From an optimization exercise on the open Yosys and OpenROAD flow, aimed at small area, a short achievable clock period and few clock cycles; shortcuts taken in it are not production practice. The RTL was checked by simulation tests, not by an equivalence proof against the original design. No activity file was given, so power comes from the tool's default toggle rates.

==> inputs of garnet <==
Design fblc_dec, start of the top module:
module fblc_dec (
    input  wire        clk,
    input  wire        rst_n,
    input  wire        in_valid,
    input  wire [7:0]  in_data,
    input  wire        in_last,
    output wire        in_ready,
    output wire        out_valid,
    input  wire        out_ready,
    output wire [15:0] out_syms,
    output wire [3:0]  out_count,
    output reg         done_valid,
    output reg  [3:0]  done_detail,
    output wire [31:0] done_bitoff,
    output wire [31:0] done_bytes
);
    localparam FN = 9;       
    localparam FD = 4;       
    localparam [3:0] P_HDR   = 4'd0,
                     P_TOK   = 4'd1,
                     P_G2    = 4'd2,
                     P_LITD  = 4'd3,
                     P_SPRE  = 4'd4,
                     P_SVOFF = 4'd5,
                     P_SRSYM = 4'd6,
                     P_SGZ   = 4'd7,
                     P_SGB   = 4'd8,
                     P_SEND  = 4'd9,
                     P_ISS   = 4'd10,
                     P_SKIP  = 4'd11,
                     P_FIN   = 4'd12;
    localparam [1:0] K_LIT = 2'd0, K_RUN = 2'd1, K_VERT = 2'd2, K_HIST = 2'd3;
    integer i;
    reg [3:0]  pst;
    reg [3:0]  pst_n;
    reg        ftok, fg2, flit, fiss;    
    reg [3:0]  hcnt;
    reg        he1, he2, he3, he4, he5, hhr;
    reg        hlo6;             
    reg [1:0]  htop;             
    reg [2:0]  hm;               
    reg [23:0] hlines;
    reg        hfull;            
    reg        h13;              
    reg        hlast;            
    reg [2:0]  wm;               
    reg [31:0] bb;
    reg [5:0]  bn;
    reg        iend;             
    reg [8:0]  fq [0:FD-1];      
    reg [2:0]  fn;
    wire       dend = iend && (fn == 3'd0);    
    reg [28:0] btk;              
    reg [31:0] tstart;
    reg [31:0] rem;
    reg [8:0]  colu;             
  ...
Settings: LEC_CHECK=0, ABC_CLOCK_PERIOD_IN_PS=5000, CAP_MARGIN=20, CELL_PAD_IN_SITES_DETAIL_PLACEMENT=1, CELL_PAD_IN_SITES_GLOBAL_PLACEMENT=2, CORE_MARGIN=2, CORE_UTILIZATION=30, GPL_ROUTABILITY_DRIVEN=1, PLACE_DENSITY=0.45, SETUP_SLACK_MARGIN=2.5, SLEW_MARGIN=20; clock period 8.0 ns.
run.sh (not shown) runs the stock make flow with config.mk's settings and CLKGATE_MAP_FILE= SYNTH_SCRIPT=/design/flow/synth_recipe.tcl, a recipe that flattens the netlist after the stock synthesis.
==> quartz (differences from garnet) <==
--- a/flow/design.v
+++ b/flow/design.v
@@ -178,47 +178,74 @@
                         hist[2*(8*gw+gb) +: 2] <= wdr[2*gb +: 2];
             end
         end
     endgenerate
     wire [1:0] pre = bb[31:30];
+    function [15:0] gdec(input [20:0] x, input [5:0] avail);
+        reg [9:0] zoh;
+        reg [9:0] v;
+        reg [3:0] z;
+        reg       en;
+        integer j;
+        begin
+            v  = 10'd0;
+            z  = 4'd0;
+            en = 1'b0;
+            for (j = 0; j <= FN; j = j + 1) begin
+                zoh[j] = x[20-j] && ((j == 0) || ((x >> (21-j)) == 21'd0));
+                v      = v | ({10{zoh[j]}} & ((x >> (20 - 2*j)) & ((21'd1 << (j+1)) - 1)));
+                z      = z | ({4{zoh[j]}} & j);
+                en     = en | (zoh[j] && (2*j + 1 <= avail));
+            end
+            gdec = {(x[20:20-FN] == 10'd0), en, z, v};
+        end
+    endfunction
+    wire [5:0]  av2 = (bn >= 6'd2) ? bn - 6'd2 : 6'd0;
+    wire [5:0]  av4 = (bn >= 6'd4) ? bn - 6'd4 : 6'd0;
+    wire [5:0]  av5 = (bn >= 6'd5) ? bn - 6'd5 : 6'd0;
+    wire [15:0] gd0 = gdec(bb[31:11], bn);
+    wire [15:0] gd2 = gdec(bb[29:9],  av2);
+    wire [15:0] gd4 = gdec(bb[27:7],  av4);
+    wire [15:0] gd5 = gdec(bb[26:6],  av5);
     reg [2:0]  g0;
-    reg [31:0] gsw;
-    reg [20:0] gx;               
-    reg [9:0]  zoh;              
-    reg [9:0]  zen;              
+    reg [15:0] gsel;
     reg [3:0]  gzc;              
     reg        gbig;             
+    reg        genough;          
     reg [9:0]  gv;
-    reg        genough;
     integer    k;
     always @(*) begin
-        if (fg2)                g0 = 3'd0;
-        else if (pre == K_RUN)  g0 = 3'd4;
-        else if (pre == K_VERT) g0 = 3'd5;
-        else                    g0 = 3'd2;
-        gsw = bb << g0;
-        gx  = gsw[31:11];
-        gbig = (gx[20:20-FN] == 10'd0);
-        gv   = 10'd0;
-        gzc  = 4'd0;
-        for (k = 0; k <= FN; k = k + 1) begin
-            zoh[k] = gx[20-k] && ((k == 0) || ((gx >> (21-k)) == 21'd0));
-            gv     = gv | ({10{zoh[k]}} & ((gx >> (20 - 2*k)) & ((21'd1 << (k+1)) - 1)));
-            gzc    = gzc | ({4{zoh[k]}} & k);
-            zen[k] = ({3'd0, g0} + 2*k + 1 <= bn);
-        end
-        genough = |(zoh & zen);
+        if (fg2)                begin g0 = 3'd0; gsel = gd0; end
+        else if (pre == K_RUN)  begin g0 = 3'd4; gsel = gd4; end
+        else if (pre == K_VERT) begin g0 = 3'd5; gsel = gd5; end
+        else                    begin g0 = 3'd2; gsel = gd2; end
+        gbig    = gsel[15];
+        genough = gsel[14];
+        gzc     = gsel[13:10];
+        gv      = gsel[9:0];
     end
     wire [8:0] colr      = colu - wid;
     wire [7:0] col       = colr[8] ? colu[7:0] : colr[7:0];
     wire [8:0] line_left = wid - {1'b0, col};
     wire       rem_z     = (rem == 32'd0);
     wire       fv_rem    = (rem[31:10] == 22'd0) && (gv > rem[9:0]);
     wire       fv_line   = ({1'b0, gv} > {1'b0, line_left});
     wire       fv_dist   = (gv > 10'd512);
     wire       fast_bits = !gbig && genough;
-    wire       fast_bad  = fast_bits && (pre == K_HIST ? fv_dist : (fv_rem || (pre == K_VERT && fv_line)));
+    wire       tok_bad   = (pre == K_HIST) ? fv_dist : (fv_rem || (pre == K_VERT && fv_line));
+    wire       fast_bad  = fast_bits && tok_bad;
+    reg  [9:0] sm7;
+    wire [9:0] x7 = gv ^ rem[9:0];
+    wire [9:0] x8 = gv ^ {1'b0, line_left};
+    always @(*) begin
+        sm7 = x7;
+        for (k = 1; k < 10; k = k + 1) sm7 = sm7 | (sm7 >> 1);
+    end
+    wire       e8first = fv_line && (!fv_rem || ((x8 & ~sm7) != 10'd0));
+    wire [3:0] tok_det = (pre == K_HIST) ? 4'd9 : (pre == K_VERT && e8first) ? 4'd8 : 4'd7;
+    reg        perr;
+    reg  [3:0] perr_det;
     wire       tok_v7    = (pre == K_VERT) && (bb[29:27] == 3'b111);
     wire       tok_serial = tok_v7 ? (bn >= 6'd5 || dend)
                                    : (fast_bad || (gbig && bn >= {3'd0, g0} + 6'd10) || (dend && !fast_bits));
     wire       g2_serial = (fast_bits && fv_rem) || (gbig && bn >= 6'd10) || (dend && !fast_bits);
     wire       sbit   = bb[31];
@@ -259,32 +286,33 @@
         iv    = vof;
         isym  = tsym;
         acc   = 1'b0;
         sa    = g0 + 3'd1;
         sz    = gzc;
-        if (ftok) begin
+        if (perr) begin
+        end else if (ftok) begin
                 ikind = pre;
                 iv    = bb[29:27];
                 isym  = bb[29:28];
                 if (pend) begin
                     acc = 1'b0;
                 end else if (rem_z) begin
                     sa  = 3'd5;
                     sz  = 4'd0;
                     acc = end_ok;
-                end else if (!tok_v7 && fast_bits && !fast_bad) begin
+                end else if (!tok_v7 && fast_bits) begin
                     if (pre == K_HIST || pre == K_LIT) begin
                         acc = 1'b1;
                     end else if (can_iss) begin
                         acc  = 1'b1;
                         upd  = 1'b1;
                         iss  = 1'b1;
                     end
                 end
         end else if (fg2) begin
                 ikind = K_HIST;
-                if (fast_bits && !fv_rem && can_iss) begin
+                if (fast_bits && can_iss) begin
                     acc  = 1'b1;
                     upd  = 1'b1;
                     iss  = 1'b1;
                 end
         end else if (flit) begin
@@ -309,23 +337,24 @@
             sa  = 3'd1;
             sz  = 4'd0;
             acc = shave;
         end
     end
-    function [1:0] mod3_18(input [17:0] x);
-        reg [4:0] s;
+    function [1:0] madd3(input [1:0] a, input [1:0] b);
         reg [2:0] t;
+        begin
+            t = {1'b0, a} + {1'b0, b};
+            madd3 = (t >= 3'd3) ? t - 3'd3 : t[1:0];
+        end
+    endfunction
+    function [1:0] mod3_18(input [17:0] x);
+        reg [1:0] r [0:8];
         integer k;
         begin
-            s = 5'd0;
-            for (k = 0; k < 9; k = k + 1) s = s + {3'd0, x[2*k +: 2]};
-            t = {1'b0, s[1:0]} + {1'b0, s[3:2]} + {2'b0, s[4]};
-            case (t)
-                3'd0, 3'd3, 3'd6: mod3_18 = 2'd0;
-                3'd1, 3'd4, 3'd7: mod3_18 = 2'd1;
-                default:          mod3_18 = 2'd2;
-            endcase
+            for (k = 0; k < 9; k = k + 1) r[k] = (x[2*k +: 2] == 2'd3) ? 2'd0 : x[2*k +: 2];
+            mod3_18 = madd3(madd3(madd3(r[0], r[1]), madd3(r[2], r[3])),
+                            madd3(madd3(r[4], r[5]), madd3(madd3(r[6], r[7]), r[8])));
         end
     endfunction
     wire [9:0] iLf = flit ? {6'd0, lnum} : gv;
     reg  [7:0] lmod;
     reg  [7:0] lms;              
@@ -349,16 +378,17 @@
                 default: lmod = {2'b0, iLf[5:0]};
             endcase
         end
     end
     wire [8:0] colnxt = {1'b0, col} + {1'b0, lmod};
-    wire [10:0] fsum    = {1'b0, fill} + (fiss ? ((gval[23:10] != 14'd0) ? 11'd1024 : {1'b0, gval[9:0]})
-                                                         : {1'b0, iLf});
+    wire [9:0]  froom   = 10'd512 - fill;
+    wire [23:0] fL      = fiss ? gval : {14'd0, iLf};
+    wire [9:0]  fsum    = fill + fL[9:0];
     wire [10:0] rlo     = {1'b0, rem[9:0]} - {1'b0, iLf};
     wire [21:0] rhim1   = rem[31:10] - 22'd1;
     wire [31:0] rem_fast = {rlo[10] ? rhim1 : rem[31:10], rlo[9:0]};
-    wire [9:0]  fillnxt = (fsum >= 11'd512) ? 10'd512 : fsum[9:0];
+    wire [9:0]  fillnxt = (fL >= {14'd0, froom}) ? 10'd512 : fsum;
     wire [8:0]  vd3   = wid + 9'd3;
     wire [8:0]  pvd   = pp - vd3;
     wire signed [10:0] vl1b = 11'sd3 - $signed({3'd0, col});                       
     wire signed [10:0] vl2b = $signed({2'd0, vd3}) - $signed({1'b0, fill});       
     wire signed [10:0] vhib = $signed({2'd0, line_left}) + 11'sd3;                
@@ -428,10 +458,12 @@
             gleft  <= 5'd0;
             gval   <= 24'd0;
             ecnt   <= 3'd0;
             detail <= 4'd0;
             pend   <= 1'b0;
+            perr   <= 1'b0;
+            perr_det <= 4'd0;
             issw   <= 1'b0;
             done_valid  <= 1'b0;
             done_detail <= 4'd0;
             st_off      <= 1'b0;
             st_ok       <= 1'b0;
@@ -572,10 +604,16 @@
                     hfull <= 1'b1;
                     h13   <= (hcnt != 4'd15);
                     hlast <= in_last;
                 end
             end
+            perr     <= acc && ((ftok && !rem_z && tok_bad) || (fg2 && fv_rem));
+            perr_det <= fg2 ? 4'd7 : tok_det;
+            if (perr) begin
+                detail <= perr_det;
+                pst_n   = P_SKIP;
+            end else
             case (pst)
             P_HDR: begin
                 if (hfull) begin
                     hfull  <= 1'b0;
                     hcnt   <= 4'd0;
Settings changed: ABC_AREA set to 1, ABC_CLOCK_PERIOD_IN_PS 5000 to unset.
==> comparison <==
garnet finished clean. quartz finished clean.
Between quartz and garnet, the lower area after synthesis is in garnet (gap about 2.8%, measured against garnet).
Of quartz and garnet, quartz has the higher clock skew (gap 0.018 ns).
Combinational power: quartz is higher than garnet (24%).
In garnet the hold slack is higher than in quartz, by 0.011 ns.
In garnet the critical path depth is higher than in quartz, by 10.
Of quartz and garnet, quartz has the higher first-iteration DRC count (gap about 28%, measured against garnet).
Cell area: quartz is lower than garnet (about 3%).
Between garnet and quartz, the lower via count is in garnet (gap about 17%, measured against quartz).
Maximum frequency: garnet is smaller than quartz (about 5%).
Against garnet, the utilization of quartz is lower by 2.0 points.
Testbench counts of garnet, summed over its fixed seeds: cycles 9,125.
Testbench counts of quartz, summed over its fixed seeds: cycles 9,125.

[static timing again, ports no longer ideal]
In the flow no input, the clock included, has a driving cell. The finished layouts below were timed again as built, in two steps. Step 1, drivers: a clkbuf_16 drives clk and a buf_2 each remaining input, both assumed. Step 2 moves the port delays by t, midway between the first and last clock arrival at a register: inputs arrive t later, outputs are due t later. That takes back most of the time a late clock gives input paths. Slacks: no drivers / after step 1 / after step 2; pairs: no drivers / after step 1.
| run | shift t [ns] | setup WS [ns] | clock arrival spread, ns |
|---|---|---|---|
| garnet | 0.950 | 1.939 / 1.939 / 1.939 | 0.080 / 0.080 |
| quartz | 0.969 | 2.245 / 2.137 / 2.299 | 0.123 / 0.122 |
After both steps setup and hold are still met in every run listed.
